Context: an optimization exercise on an open-source flow, tuned for small area, a short achievable clock period and few clock cycles per item. The choices shown serve that exercise and are no tape-out recipe.
In this exercise RTL edits were held to simulation tests only and were not proved equivalent to the original.
Power figures rest on the tool's default switching activity, not on a simulated workload.

// oz_outer_fill
module oz_outer_fill (
    input  wire        clk,
    input  wire        rst,         
    input  wire        in_valid,
    output reg         in_ready,
    input  wire [7:0]  in_data,
    input  wire        in_erase,
    output reg         out_valid,
    output reg         out_fail,
    output wire [2:0]  out_cnt,
    output wire [23:0] out_pos,
    output wire [31:0] out_val
);
    function automatic [7:0] mul_a1(input [7:0] a);    
        mul_a1 = {a[6:0], 1'b0} ^ (a[7] ? 8'h1D : 8'h00);
    endfunction
    function automatic [7:0] gf_mul(input [7:0] a, input [7:0] b);
        reg [7:0] p;
        reg [7:0] x;
        integer   n;
        begin
            p = 8'h00;
            x = a;
            for (n = 0; n < 8; n = n + 1) begin
                p = p ^ (x & {8{b[n]}});
                x = mul_a1(x);
            end
            gf_mul = p;
        end
    endfunction
    function automatic [7:0] gf_sq(input [7:0] a);
        gf_sq = {a[6],
                 a[3] ^ a[5] ^ a[6],
                 a[5],
                 a[2] ^ a[4] ^ a[5] ^ a[7],
                 a[4] ^ a[6],
                 a[1] ^ a[4] ^ a[5] ^ a[6],
                 a[7],
                 a[0] ^ a[4] ^ a[6] ^ a[7]};
    endfunction
    function automatic [7:0] cm(input integer m, input [7:0] a);   
        case (m)
            0: cm = a;
            1: cm = mul_a1(a);
            2: cm = mul_a1(mul_a1(a));
            default: cm = mul_a1(mul_a1(mul_a1(a)));
        endcase
    endfunction
    function automatic [7:0] mul_am1(input [7:0] a);   
        mul_am1 = {1'b0, a[7:1]} ^ (a[0] ? 8'h8E : 8'h00);
    endfunction
    function automatic [7:0] rom_x(input [5:0] p);
        reg [7:0] h;
        begin
            case (p[5:2])
            4'd0: h = 8'ha1;
            4'd1: h = 8'hd2;
            4'd2: h = 8'ha0;
            4'd3: h = 8'h0a;
            4'd4: h = 8'h23;
            4'd5: h = 8'h77;
            4'd6: h = 8'h35;
            4'd7: h = 8'h9c;
            4'd8: h = 8'hc0;
            4'd9: h = 8'h0c;
            4'd10: h = 8'hc9;
            4'd11: h = 8'h5a;
            4'd12: h = 8'h26;
            4'd13: h = 8'he8;
            4'd14: h = 8'h80;
            4'd15: h = 8'h08;
                default: h = 8'h00;
            endcase
            if (p[0]) h = mul_am1(h);
            if (p[1]) h = mul_am1(mul_am1(h));
            rom_x = h;
        end
  ...
Size: roughly 960 cells after synthesis, ~110 flip-flops, about 0.0088 mm^2 of cells after synthesis.
clock: 15.0 ns
lec_check: 0
cap_margin: 20
core_margin: 2
core_utilization: 40
slew_margin: 20
standard.sh (not shown) runs the stock make flow with config.mk's settings and CLKGATE_MAP_FILE= SYNTH_SCRIPT=/design/flow/synth_recipe.tcl, a recipe that flattens the netlist after the stock synthesis.
==> flow/flow/run.sh <==
#!/bin/bash
# Standard ORFS layout (the standard.sh, unchanged synthesis) with two changes:
# the port buffers are buf_4 cells instead of the default delay-buffer cells, and
# the resizer's setup repair aims for a larger slack margin than the 15 ns clock needs.
set -euo pipefail
export BUFFER_PORTS_ARGS="-buffer_cell sky130_fd_sc_hd__buf_4"
export SETUP_SLACK_MARGIN=11.4
bash standard.sh > make_layout.log 2>&1
The first run ran to the end with no violations.
Testbench counts at the start, summed over its fixed seeds: cycles 185,943, items 2,400.
Next try:
--- a/flow/flow/run.sh
+++ b/flow/flow/run.sh
@@ -7 +7 @@
-export SETUP_SLACK_MARGIN=11.4
+export SETUP_SLACK_MARGIN=11.0
- CORE_UTILIZATION: 40 -> 65
What happened: The changed run completed without violations. Utilization went up by 26 points. Global-route usage went up by 13 points. Die area decreases by about 38%.
Next try:
- CORE_UTILIZATION: 65 -> 40
What happened: Sequential cell count does not change. Worst setup slack gains 33 ps. Via count went down by about 7.5%.
Next try:
==> flow/flow/run.sh (replaced) <==
#!/bin/bash
# The standard layout (standard.sh: ORFS synthesis with synth_recipe.tcl, then
# floorplan to finish) with three changes, none to the design's registers or constraints:
#  - ABC maps the logic with an area-oriented script (flow/abc_area.script) in place of
#    ORFS's delay-oriented abc_speed.script; ORFS's scripts are otherwise used unchanged,
#    from a copy whose abc_speed.script is replaced;
#  - the port buffers are buf_4 cells instead of the default delay-buffer cells;
#  - the resizer's setup repair aims for more slack than the 15 ns clock needs.
set -euo pipefail
here=$(pwd)
rm -rf "$here/orfs_scripts"
cp -r "$FLOW_HOME/scripts" "$here/orfs_scripts"
cp "$here/flow/abc_area.script" "$here/orfs_scripts/abc_speed.script"
export SCRIPTS_DIR="$here/orfs_scripts"
export BUFFER_PORTS_ARGS="-buffer_cell sky130_fd_sc_hd__buf_4"
export SETUP_SLACK_MARGIN=10.7
bash standard.sh > make_layout.log 2>&1
==> flow/flow/abc_area.script (new file) <==
strash
&get -n
&fraig -x
&put
scorr
dc2
strash
&get -n
&dch -f
&nf -R 1000
&put
=> First-iteration DRC count is lower by roughly a tenth. Clock-buffer cell count is unchanged. Global-route usage is higher by 0.81 points. Synthesized cell count is lower by about a fifth. Clock power is about the same. Worst hold slack got worse by 24 ps. Power is higher by about a fifth. Setup slack got worse by 160 ps. Routed wire length is lower by about a fifth. Via count is lower by about a fifth.


Setup of run A:
Another version of the RTL of oz_outer_fill (not shown whole).
Size: about 720 cells after synthesis, roughly 87 flip-flops, about 74 I/O pins, about 0.0065 mm² of cells after synthesis.
Settings: LEC_CHECK=0, CAP_MARGIN=20, CORE_MARGIN=2, CORE_UTILIZATION=40, CTS_CLUSTER_DIAMETER=500, CTS_CLUSTER_SIZE=64, GPL_TIMING_DRIVEN=0, SLEW_MARGIN=20; clock period 15.0 ns.
==> flow/flow/run.sh <==
#!/bin/bash
# The standard layout (standard.sh: ORFS synthesis with synth_recipe.tcl, then floorplan,
# place, cts, route and finish) with three changes, none to the design's registers or to its
# constraints:
#  - ABC maps the logic with an area-oriented script (flow/abc_area.script) in place of ORFS's
#    delay-oriented abc_speed.script; ORFS's scripts are otherwise used unchanged, from a copy
#    whose abc_speed.script is replaced;
#  - every port still gets its buffer, but a buf_1 cell instead of the default delay-buffer
#    cell (the resizer may still upsize it);
#  - the resizer's setup repair aims for more slack than the 15 ns clock needs.
# Each make target's full output goes to its own log_<target>.log here; ORFS also keeps each
# tool's log under orfs/logs.
set -euo pipefail
here=$(pwd)
rm -rf "$here/orfs_scripts"
cp -r "$FLOW_HOME/scripts" "$here/orfs_scripts"
cp "$here/flow/abc_area.script" "$here/orfs_scripts/abc_speed.script"
export SCRIPTS_DIR="$here/orfs_scripts"
export BUFFER_PORTS_ARGS="-buffer_cell sky130_fd_sc_hd__buf_1"
export SETUP_SLACK_MARGIN=10.9
for target in synth floorplan place cts route finish; do
  bash standard.sh "$target" > "log_${target}.log" 2>&1
done
==> flow/flow/abc_area.script <==
strash
&get -n
&fraig -x
&put
scorr
dc2
strash
&get -n
&dch -f
&nf -R 1000
&put
strash
&get -n
&dch -f
&nf -R 1000
&put
Testbench counts of run A, summed over its fixed seeds: cycles 183,209, items 2,400.
The following lists how run B was set up differently from run A:
# run A
export LEC_CHECK = 0
export CAP_MARGIN = 20
export CORE_MARGIN = 2
export CORE_UTILIZATION = 40
export CTS_CLUSTER_DIAMETER = 500
export CTS_CLUSTER_SIZE = 64
export GPL_TIMING_DRIVEN = 0
export SLEW_MARGIN = 20
create_clock -name core_clock -period 15.0 [get_ports {clk}]
# run B
export LEC_CHECK = 0
export CAP_MARGIN = 20
export CORE_MARGIN = 2
export CORE_UTILIZATION = 40
export GPL_TIMING_DRIVEN = 0
export SLEW_MARGIN = 20
create_clock -name core_clock -period 15.0 [get_ports {clk}]
--- a/flow/flow/abc_area.script
+++ b/flow/flow/abc_area.script
@@ -16 +16,6 @@
 &put
+strash
+&get -n
+&dch -f
+&nf -R 1000
+&put
==> results.txt <==
- In the flow results for run B and run A, the wire length is larger on run B.
- Run B improves on run A in reg-to-reg setup timing slack.
- Run A reports its most frequent standard cell in the layout excluding fill and tap cells as sky130_fd_sc_hd__nand2_1 while run B reports sky130_fd_sc_hd__xnor2_1.
- [compare] base=run A new=run B: proportion of cell area occupied by registers +0.15 points, hold slack decreased by 0.0069 ns relative to the old numbers.
Here is what was changed in the inputs of run C compared with run B.
--- a/flow/flow/run.sh
+++ b/flow/flow/run.sh
@@ -19,3 +19,3 @@
 export BUFFER_PORTS_ARGS="-buffer_cell sky130_fd_sc_hd__buf_1"
-export SETUP_SLACK_MARGIN=10.9
+export SETUP_SLACK_MARGIN=11.0
 for target in synth floorplan place cts route finish; do
--- a/flow/flow/abc_area.script
+++ b/flow/flow/abc_area.script
@@ -16,6 +16 @@
 &put
-strash
-&get -n
-&dch -f
-&nf -R 1000
-&put
- Summary of the comparison: delay of the slowest cell on the worst path is lower in run C, relative to run B.
- Of the two values seen for launch point of the critical path, b[2][6] was produced by run B and b[0][1] by run C.
- Against run B, mean area per synthesized cell in run C rose slightly.
- Looking at end point of the critical path, the out_val[22] result is from run B; the out_val[1] one comes from run C.
- The final layout from run C, which completed every stage, passed the timing, DRC and antenna checks at the end of the flow.
- Run C ended up with a higher non-clock buffer count than run B did.
For run D, these inputs were changed with respect to run C:
--- a/flow/flow/run.sh
+++ b/flow/flow/run.sh
@@ -19,3 +19,3 @@
 export BUFFER_PORTS_ARGS="-buffer_cell sky130_fd_sc_hd__buf_1"
-export SETUP_SLACK_MARGIN=11.0
+export SETUP_SLACK_MARGIN=10.9
 for target in synth floorplan place cts route finish; do
==> flow/flow/abc_area.script <==
strash
&get -n
&fraig -x
&put
scorr
dc2
strash
&get -n
&dch -f
&nf -R 1000
&put
Clock insertion delay at the later pin of the skew report delta (run C -> run D): insignificant
Taking run C as the reference, in run D wire length rose by 67 µm, via count of the first global-routing pass fell by 27, total power draw fell by about 10%.
[compare] base=run C new=run D: final worst-path setup slack moved down; via count lost 71; longest individual stage delay on the worst path grew by 0.05 ns.
> inputs changed (run D -> run E)
--- a/flow/flow/abc_area.script
+++ b/flow/flow/abc_area.script
@@ -11 +11,6 @@
 &put
+strash
+&get -n
+&dch -f
+&nf -R 1000
+&put
[summary]
- Run E against run D; detail-routed via count per cell is down slightly.
- Run E closes out successfully: all stages finished, all timing, DRC and antenna checks passed.
- Summary of run E over run D: smallest setup slack after layout has remained practically unchanged, register share of total power has decreased, power after layout has increased, combinational power has increased.
- Diff run D and run E: hold slack higher in run D
- Looking at last element of the critical path, the out_val[22] result is from run E; the out_val[16] one comes from run D.
- sky130_fd_sc_hd__xnor2_1 as the commonest non-fill, non-tap cell in the layout was reported by run D, and sky130_fd_sc_hd__nand2_1 by run E.
- Cell area: run E < run D
### run E -> run F
# run E
export LEC_CHECK = 0
export CAP_MARGIN = 20
export CORE_MARGIN = 2
export CORE_UTILIZATION = 40
export GPL_TIMING_DRIVEN = 0
export SLEW_MARGIN = 20
create_clock -name core_clock -period 15.0 [get_ports {clk}]
# run F
export LEC_CHECK = 0
export CAP_MARGIN = 5
export CORE_MARGIN = 2
export CORE_UTILIZATION = 40
export GPL_TIMING_DRIVEN = 0
export SLEW_MARGIN = 5
create_clock -name core_clock -period 15.0 [get_ports {clk}]
## What came out
From run E to run F the numbers moved as follows: via count decreased by 0.48% relative to the old numbers, layout cell share with drive strength beyond 1 closely matched the old numbers, least setup slack across all paths after layout closely matched the old numbers, final area closely matched the old numbers. | total detailed-routing wirelength | run F vs run E | ≈ equal |. Taking run E as the reference, in run F combinational share of power was more or less identical, post-route fraction of the period consumed by the critical path has remained practically unchanged. Between run E and run F, the difference in final net count is negligible. As far as fraction of synthesized cell area in xor and xnor cells goes, run F and run E are indistinguishable; the numbers are identical. Run E and run F ended up with nearly the same time the final worst path needs with I/O delays and setup.

-- what the ideal ports hide --
The results above use ideal ports. As a check the final layouts listed here were re-extracted and re-timed, cells and wires unchanged. Step 1: set_driving_cell puts a clkbuf_16 on clk and a buf_2 on each other input, an assumption about the parent block. Step 2 also shifts input and output timing later by t, the mid clock arrival at the registers, as if the neighbouring blocks saw the same clock. Three values: ideal ports, drivers, drivers and shift; two values: the first two.
run | shift t [ns] | setup slack, ns | hold WS [ns] | worst setup path after step 2 | clock arrival spread, ns
the first run of note 1 | 0.403 | 11.004 / 10.960 / 11.346 | 0.503 / 0.503 / 0.503 | input to register | 0.009 / 0.009
the second run of note 1 | 0.405 | 10.976 / 10.930 / 11.227 | 0.507 / 0.507 / 0.507 | input to register | 0.010 / 0.010
the third run of note 1 | 0.396 | 11.009 / 10.968 / 11.181 | 0.504 / 0.504 / 0.504 | register to register | 0.008 / 0.008
the fourth run of note 1 | 0.401 | 10.854 / 10.817 / 10.889 | 0.481 / 0.481 / 0.481 | register to register | 0.011 / 0.011
run A | 0.389 | 10.947 / 10.907 / 10.606 | 0.496 / 0.496 / 0.496 | input to register | 0.008 / 0.008
run B | 0.384 | 10.941 / 10.901 / 10.634 | 0.489 / 0.489 / 0.489 | input to register | 0.011 / 0.011
run C | 0.394 | 11.015 / 10.973 / 10.696 | 0.493 / 0.493 / 0.493 | input to register | 0.010 / 0.010
run D | 0.390 | 10.945 / 10.905 / 10.578 | 0.506 / 0.506 / 0.506 | input to register | 0.009 / 0.009
run E | 0.389 | 10.947 / 10.907 / 10.606 | 0.496 / 0.496 / 0.496 | input to register | 0.008 / 0.008
run F | 0.391 | 10.948 / 10.906 / 10.624 | 0.503 / 0.503 / 0.503 | input to register | 0.008 / 0.008
After both steps every run listed still meets setup and hold. The setup slack of run D, which loses most, moves by -0.040 ns with the drivers and by -0.367 ns with both steps.
